This design comes from an exercise in tuning for small area and a short achievable clock period on the open sky130 flow, not from production work.
In this exercise RTL edits were held to simulation tests only and were not proved equivalent to the original.

## churn_core
module churn_core (
    input              clk,
    input              rst,           
    input              ce,            
    input              start,         
    input      [12:0]  prog_len,      
    input      [31:0]  budget,        
    input              xbank_sat,     
    input      [63:0]  win_dcn,       
    input      [31:0]  win_count,     
    input      [6:0]   position,      
    output             busy,
    output             done,
    output reg [31:0]  last_cycles,
    output             pm_rd,
    output     [11:0]  pm_addr,
    input      [31:0]  pm_data,
    output             x_rd,
    output     [10:0]  x_addr,
    input      [127:0] x_data,
    output             y_rd,
    output     [12:0]  y_addr,
    input      [95:0]  y_data,
    output             z_rd,
    output     [12:0]  z_raddr,
    input      [127:0] z_rdata,
    output     [3:0]   z_we,
    output     [12:0]  z_waddr,
    output     [127:0] z_wdata,
    output             rec_hdr,
    output     [10:0]  rec_words,
    output     [3:0]   rec_flags,
    output     [15:0]  rec_outno,
    output             rec_dat,
    output     [3:0]   rec_mask,
    output     [127:0] rec_data
);
    localparam OP_NOP    = 5'h00, OP_HALT  = 5'h01, OP_LDI   = 5'h02,
               OP_SETHI  = 5'h03, OP_ADD   = 5'h04, OP_ADDI  = 5'h05,
               OP_SETP   = 5'h06, OP_GETP  = 5'h07, OP_SETSH = 5'h08,
               OP_CLRA   = 5'h09, OP_MAC   = 5'h0A, OP_MACS  = 5'h0B,
               OP_SUMA   = 5'h0C, OP_STA   = 5'h0D, OP_LDZ   = 5'h0E,
  ...
Size: ~2,100 flip-flops, roughly 930 I/O pins, ~0.22 mm2 of cells after synthesis.
==> flow/config.mk <==
export PLATFORM = sky130hd
export DESIGN_NAME = churn_core
export DESIGN_NICKNAME = churn_core
export VERILOG_FILES = /design/flow/design.v
export SDC_FILE = /design/flow/constraint.sdc
export NUM_CORES = 8
export LEC_CHECK = 0
export ABC_AREA = 1
export CAP_MARGIN = 30
export CORE_MARGIN = 2
export CORE_UTILIZATION = 50
export SLEW_MARGIN = 30
==> flow/constraint.sdc <==
create_clock -name core_clock -period 22.0 [get_ports {clk}]
set_input_delay 4.4000 -clock core_clock [delete_from_list [all_inputs] [get_ports {clk}]]
set_output_delay 4.4000 -clock core_clock [all_outputs]
set_load 0.01 [all_outputs]
standard.sh (not shown) runs the stock make flow with config.mk's settings and CLKGATE_MAP_FILE= SYNTH_SCRIPT=/design/flow/synth_recipe.tcl, a recipe that flattens the netlist after the stock synthesis.
==> flow/flow/run.sh <==
#!/bin/bash
# Layout: the standard flow (standard synthesis unchanged) in two runs
# of standard.sh, both with the timing repair asked to leave setup slack of
# SETUP_SLACK_MARGIN ns at the design's own clock period and constraints,
# free to resize cells to other footprints, and with buf_2 as the port
# buffer. The second run (global and detailed routing, finish) does not
# clone gates, so its repair adds no load that its slew and capacitance
# repair, which runs before it, has not seen. Each run's make output goes to
# a log of its own; each tool's own log is under orfs/logs.
set -euo pipefail
COMMON=(SETUP_SLACK_MARGIN=12 MATCH_CELL_FOOTPRINT=0 'BUFFER_PORTS_ARGS=-buffer_cell sky130_fd_sc_hd__buf_2')
bash standard.sh "${COMMON[@]}" cts > standard_to_cts.log 2>&1
bash standard.sh "${COMMON[@]}" SKIP_GATE_CLONING=1 finish > standard_finish.log 2>&1
Next try:
--- a/flow/design.v
+++ b/flow/design.v
@@ -67,18 +67,16 @@
     reg [11:0] pc;
     reg [10:0] px;
     reg [12:0] py, pz;
     reg [4:0]  xsh, zsh;
     reg [31:0] kreg [0:7];
     reg [31:0] mval;
     reg [12:0] midx;
     reg [11:0] sub;           
-    reg        frst;          
-    reg [11:0] pc1;           
     reg        fin;           
     reg        rep;           
     reg [11:0] repf;          
     reg [31:0] cyc;
     reg        ge_f;          
     reg        bey_f;         
     reg        bhit;          
     reg        xsat_s, accsat_s, zsat_s;
@@ -125,30 +123,30 @@
     end
     wire idle    = (phase == PH_IDLE);
     wire bound   = (phase == PH_BOUND);
     wire abort   = bound && !rep && ge_f;
     wire beyond  = bound && !abort && bey_f;
     wire do_fetch = bound && !abort && !beyond && !bhit;
     wire exec    = (phase == PH_EXEC) || (bound && !abort && !beyond && bhit);
     wire act     = ce && exec;
-    wire        first  = frst;
+    wire        first  = &sub;
     wire        mm_lb  = (sub[10:0] == c[12:2]);            
     wire        out_lb = (sub[10:0] == {3'd0, c[9:2]});     
     reg last_nr;
     always @* begin
         if (is_suma || is_jmp)  last_nr = !first;
         else if (f_br)          last_nr = !first || !br_cond;
         else if (is_mm)         last_nr = fin;
         else if (is_out)        last_nr = !first && out_lb;
         else                    last_nr = 1'b1;
     end
     wire last = rep ? (sub == repf) : last_nr;
     wire halt = !rep && is_halt;              
-    wire [11:0] la = (is_jmp || (f_br && !first)) ? c[11:0] : pc1;
+    wire [11:0] la = (is_jmp || (f_br && !first)) ? c[11:0] : pc + 12'd1;
     wire        any_hit;
     wire start_now = !rst && ce && idle && start;
     wire op_now    = !rst && act;
     wire next_now  = op_now && last && !halt;    
     wire fill_now  = !rst && ce && do_fetch;
     churn_icache u_cache (
         .clk(clk), .start(start_now), .next(next_now), .fill(fill_now),
         .pc(pc), .la(la), .fill_data(enc(pm_data)),
@@ -257,67 +255,62 @@
             midx <= 13'd0;
             for (i = 0; i < 8; i = i + 1)
                 kreg[i] <= 32'd0;
         end else if (ce) begin
             if (idle) begin
                 if (start) begin
                     phase <= PH_BOUND;
                     pc <= 12'd0;
-                    pc1 <= 12'd1;
                     px <= 11'd0;
                     py <= 13'd0;
                     pz <= 13'd0;
                     xsh <= 5'd0;
                     zsh <= 5'd0;
                     cyc <= 32'd0;
                     ge_f <= (budget == 32'd0);
                     fin <= 1'b0;
                     bey_f <= (prog_len == 13'd0);
                     bhit <= 1'b0;
                     xsat_s <= xbank_sat;
                     zsat_s <= 1'b0;
                     outno <= 16'd0;
                     rep <= 1'b0;
                     sub <= 12'hFFF;
-                    frst <= 1'b1;
                 end
             end else begin
                 cyc <= cyc_n;
                 ge_f <= (cyc_n == budget) || (ge_f && (cyc_n != 32'd0));
                 if (abort || beyond) begin
                     phase <= PH_IDLE;
                     last_cycles <= cyc_n;
                 end
                 if (abort)
                     outno <= outno + 16'd1;
                 if (do_fetch)
                     phase <= PH_EXEC;
                 if (exec) begin
                     if (last) begin
                         sub <= 12'hFFF;
-                        frst <= 1'b1;
                         fin <= 1'b0;
                         if (halt) begin
                             phase <= PH_IDLE;
                             last_cycles <= cyc_n;
                         end else begin
                             phase <= PH_BOUND;
                             pc <= la;
-                            pc1 <= la + 12'd1;
                             bey_f <= ({1'b0, la} >= prog_len);
                             bhit <= any_hit;
                             rep <= !rep && is_rpt;
                             if (!rep && is_rpt)
                                 repf <= {2'b00, c[9:0]} - 12'd1;
                         end
                     end else begin
                         phase <= PH_EXEC;
                         sub <= sub + 12'd1;
-                        frst <= 1'b0;
                         if (is_mm && !first && mm_lb)
                             fin <= 1'b1;
                     end
                     if (kw_en)
                         kreg[ka] <= kw_val;
                     if (is_setp) begin
                         case (c[1:0])
                             2'd0: px <= vb[10:0];
=> The new run finished clean. Final area stays flat. Wire length decreases by a few percent. Worst hold slack barely changes. Die area came out lower slightly. Register-to-register slack degrades by 0.09 ns. Final cell count barely changes. Global-route usage goes down by 1.5 points. Fmax climbs slightly. Count of clock-buffer cells in the layout is lower by 17. Via count came out lower slightly. Clock skew grows by 0.050 ns.

Starting RTL as in the previous note.
## churn_core
module churn_core (
    input              clk,
    input              rst,           
    input              ce,            
    input              start,         
    input      [12:0]  prog_len,      
    input      [31:0]  budget,        
    input              xbank_sat,     
    input      [63:0]  win_dcn,       
    input      [31:0]  win_count,     
    input      [6:0]   position,      
    output             busy,
    output             done,
    output reg [31:0]  last_cycles,
    output             pm_rd,
    output     [11:0]  pm_addr,
    input      [31:0]  pm_data,
    output             x_rd,
    output     [10:0]  x_addr,
    input      [127:0] x_data,
    output             y_rd,
    output     [12:0]  y_addr,
    input      [95:0]  y_data,
    output             z_rd,
    output     [12:0]  z_raddr,
    input      [127:0] z_rdata,
    output     [3:0]   z_we,
    output     [12:0]  z_waddr,
    output     [127:0] z_wdata,
    output             rec_hdr,
    output     [10:0]  rec_words,
    output     [3:0]   rec_flags,
    output     [15:0]  rec_outno,
    output             rec_dat,
    output     [3:0]   rec_mask,
    output     [127:0] rec_data
);
Settings: LEC_CHECK=0, ABC_AREA=1, CAP_MARGIN=30, CORE_MARGIN=2, CORE_UTILIZATION=45, SLEW_MARGIN=30; clock period 22.0 ns.
Scripts as last shown in full above: flow/flow/run.sh
The first run completed with no timing, DRC or antenna violations.
Edit:
--- a/flow/design.v
+++ b/flow/design.v
@@ -66,20 +66,18 @@
     reg [1:0]  phase;
     reg [11:0] pc;
     reg [10:0] px;
     reg [12:0] py, pz;
     reg [4:0]  xsh, zsh;
     reg [31:0] kreg [0:7];
     reg [31:0] mval;
     reg [12:0] midx;
     reg [11:0] sub;           
-    reg        frst;          
-    reg [11:0] pc1;           
     reg        fin;           
     reg        rep;           
     reg [11:0] repf;          
     reg [31:0] cyc;
     reg        ge_f;          
     reg        bey_f;         
     reg        bhit;          
     reg        xsat_s, accsat_s, zsat_s;
     reg [15:0] outno;
@@ -124,32 +122,32 @@
         endcase
     end
     wire idle    = (phase == PH_IDLE);
     wire bound   = (phase == PH_BOUND);
     wire abort   = bound && !rep && ge_f;
     wire beyond  = bound && !abort && bey_f;
     wire do_fetch = bound && !abort && !beyond && !bhit;
     wire exec    = (phase == PH_EXEC) || (bound && !abort && !beyond && bhit);
     wire act     = ce && exec;
-    wire        first  = frst;
+    wire        first  = &sub;
     wire        mm_lb  = (sub[10:0] == c[12:2]);            
     wire        out_lb = (sub[10:0] == {3'd0, c[9:2]});     
     reg last_nr;
     always @* begin
         if (is_suma || is_jmp)  last_nr = !first;
         else if (f_br)          last_nr = !first || !br_cond;
         else if (is_mm)         last_nr = fin;
         else if (is_out)        last_nr = !first && out_lb;
         else                    last_nr = 1'b1;
     end
     wire last = rep ? (sub == repf) : last_nr;
     wire halt = !rep && is_halt;              
-    wire [11:0] la = (is_jmp || (f_br && !first)) ? c[11:0] : pc1;
+    wire [11:0] la = (is_jmp || (f_br && !first)) ? c[11:0] : pc + 12'd1;
     wire        any_hit;
     wire start_now = !rst && ce && idle && start;
     wire op_now    = !rst && act;
     wire next_now  = op_now && last && !halt;    
     wire fill_now  = !rst && ce && do_fetch;
     churn_icache u_cache (
         .clk(clk), .start(start_now), .next(next_now), .fill(fill_now),
         .pc(pc), .la(la), .fill_data(enc(pm_data)),
         .cur(c), .any_hit(any_hit));
@@ -256,69 +254,64 @@
             mval <= 32'd0;
             midx <= 13'd0;
             for (i = 0; i < 8; i = i + 1)
                 kreg[i] <= 32'd0;
         end else if (ce) begin
             if (idle) begin
                 if (start) begin
                     phase <= PH_BOUND;
                     pc <= 12'd0;
-                    pc1 <= 12'd1;
                     px <= 11'd0;
                     py <= 13'd0;
                     pz <= 13'd0;
                     xsh <= 5'd0;
                     zsh <= 5'd0;
                     cyc <= 32'd0;
                     ge_f <= (budget == 32'd0);
                     fin <= 1'b0;
                     bey_f <= (prog_len == 13'd0);
                     bhit <= 1'b0;
                     xsat_s <= xbank_sat;
                     zsat_s <= 1'b0;
                     outno <= 16'd0;
                     rep <= 1'b0;
                     sub <= 12'hFFF;
-                    frst <= 1'b1;
                 end
             end else begin
                 cyc <= cyc_n;
                 ge_f <= (cyc_n == budget) || (ge_f && (cyc_n != 32'd0));
                 if (abort || beyond) begin
                     phase <= PH_IDLE;
                     last_cycles <= cyc_n;
                 end
                 if (abort)
                     outno <= outno + 16'd1;
                 if (do_fetch)
                     phase <= PH_EXEC;
                 if (exec) begin
                     if (last) begin
                         sub <= 12'hFFF;
-                        frst <= 1'b1;
                         fin <= 1'b0;
                         if (halt) begin
                             phase <= PH_IDLE;
                             last_cycles <= cyc_n;
                         end else begin
                             phase <= PH_BOUND;
                             pc <= la;
-                            pc1 <= la + 12'd1;
                             bey_f <= ({1'b0, la} >= prog_len);
                             bhit <= any_hit;
                             rep <= !rep && is_rpt;
                             if (!rep && is_rpt)
                                 repf <= {2'b00, c[9:0]} - 12'd1;
                         end
                     end else begin
                         phase <= PH_EXEC;
                         sub <= sub + 12'd1;
-                        frst <= 1'b0;
                         if (is_mm && !first && mm_lb)
                             fin <= 1'b1;
                     end
                     if (kw_en)
                         kreg[ka] <= kw_val;
                     if (is_setp) begin
                         case (c[1:0])
                             2'd0: px <= vb[10:0];
                             2'd1: py <= vb[12:0];
What happened:
- The changed run completed with no timing, DRC or antenna violations
- setup slack is better by 0.0072 ns
- global-route usage increases by 0.46 points
- wire length increases by 0.82%
- register-to-register slack stays flat
- worst hold slack is worse by 0.0082 ns
- first-iteration DRC count increases by 7.9%
- design area stays flat
- synthesized area decreases by 0.53%

what the ideal ports hide:
How much do the figures lean on ideal ports? The routed layouts below were timed once more, with nothing changed but the port constraints. Step 1 sets driving cells, clkbuf_16 on the clock port and buf_2 on the other inputs (assumed; they add their load-dependent delay and slew). Step 2 adds t to the input delays and takes it off the output delays; t is the mean of the earliest and latest rising clock arrival at the registers after step 1. Input paths then give back, and output paths get back, about the clock's delay inside the block. a / b / c = ideal ports / drivers / drivers and shift; a / b = the first two.
run	t (ns)	setup WS [ns]	hold slack, ns	worst data-port slew with drivers (ns)
the first run of note 1	1.138	11.695 / 11.548 / 10.712	0.372 / 0.372 / 0.372	0.29
the second run of note 1	1.139	11.740 / 11.592 / 10.854	0.374 / 0.374 / 0.374	0.22
the first run of note 2	1.146	11.831 / 11.684 / 10.845	0.355 / 0.355 / 0.355	0.38
the second run of note 2	1.139	11.838 / 11.684 / 10.836	0.347 / 0.347 / 0.347	0.26
After both steps setup and hold are still met in every run listed. For the second run of note 2, which loses most, drivers alone change the setup slack by -0.154 ns; drivers and shift together by -1.002 ns.
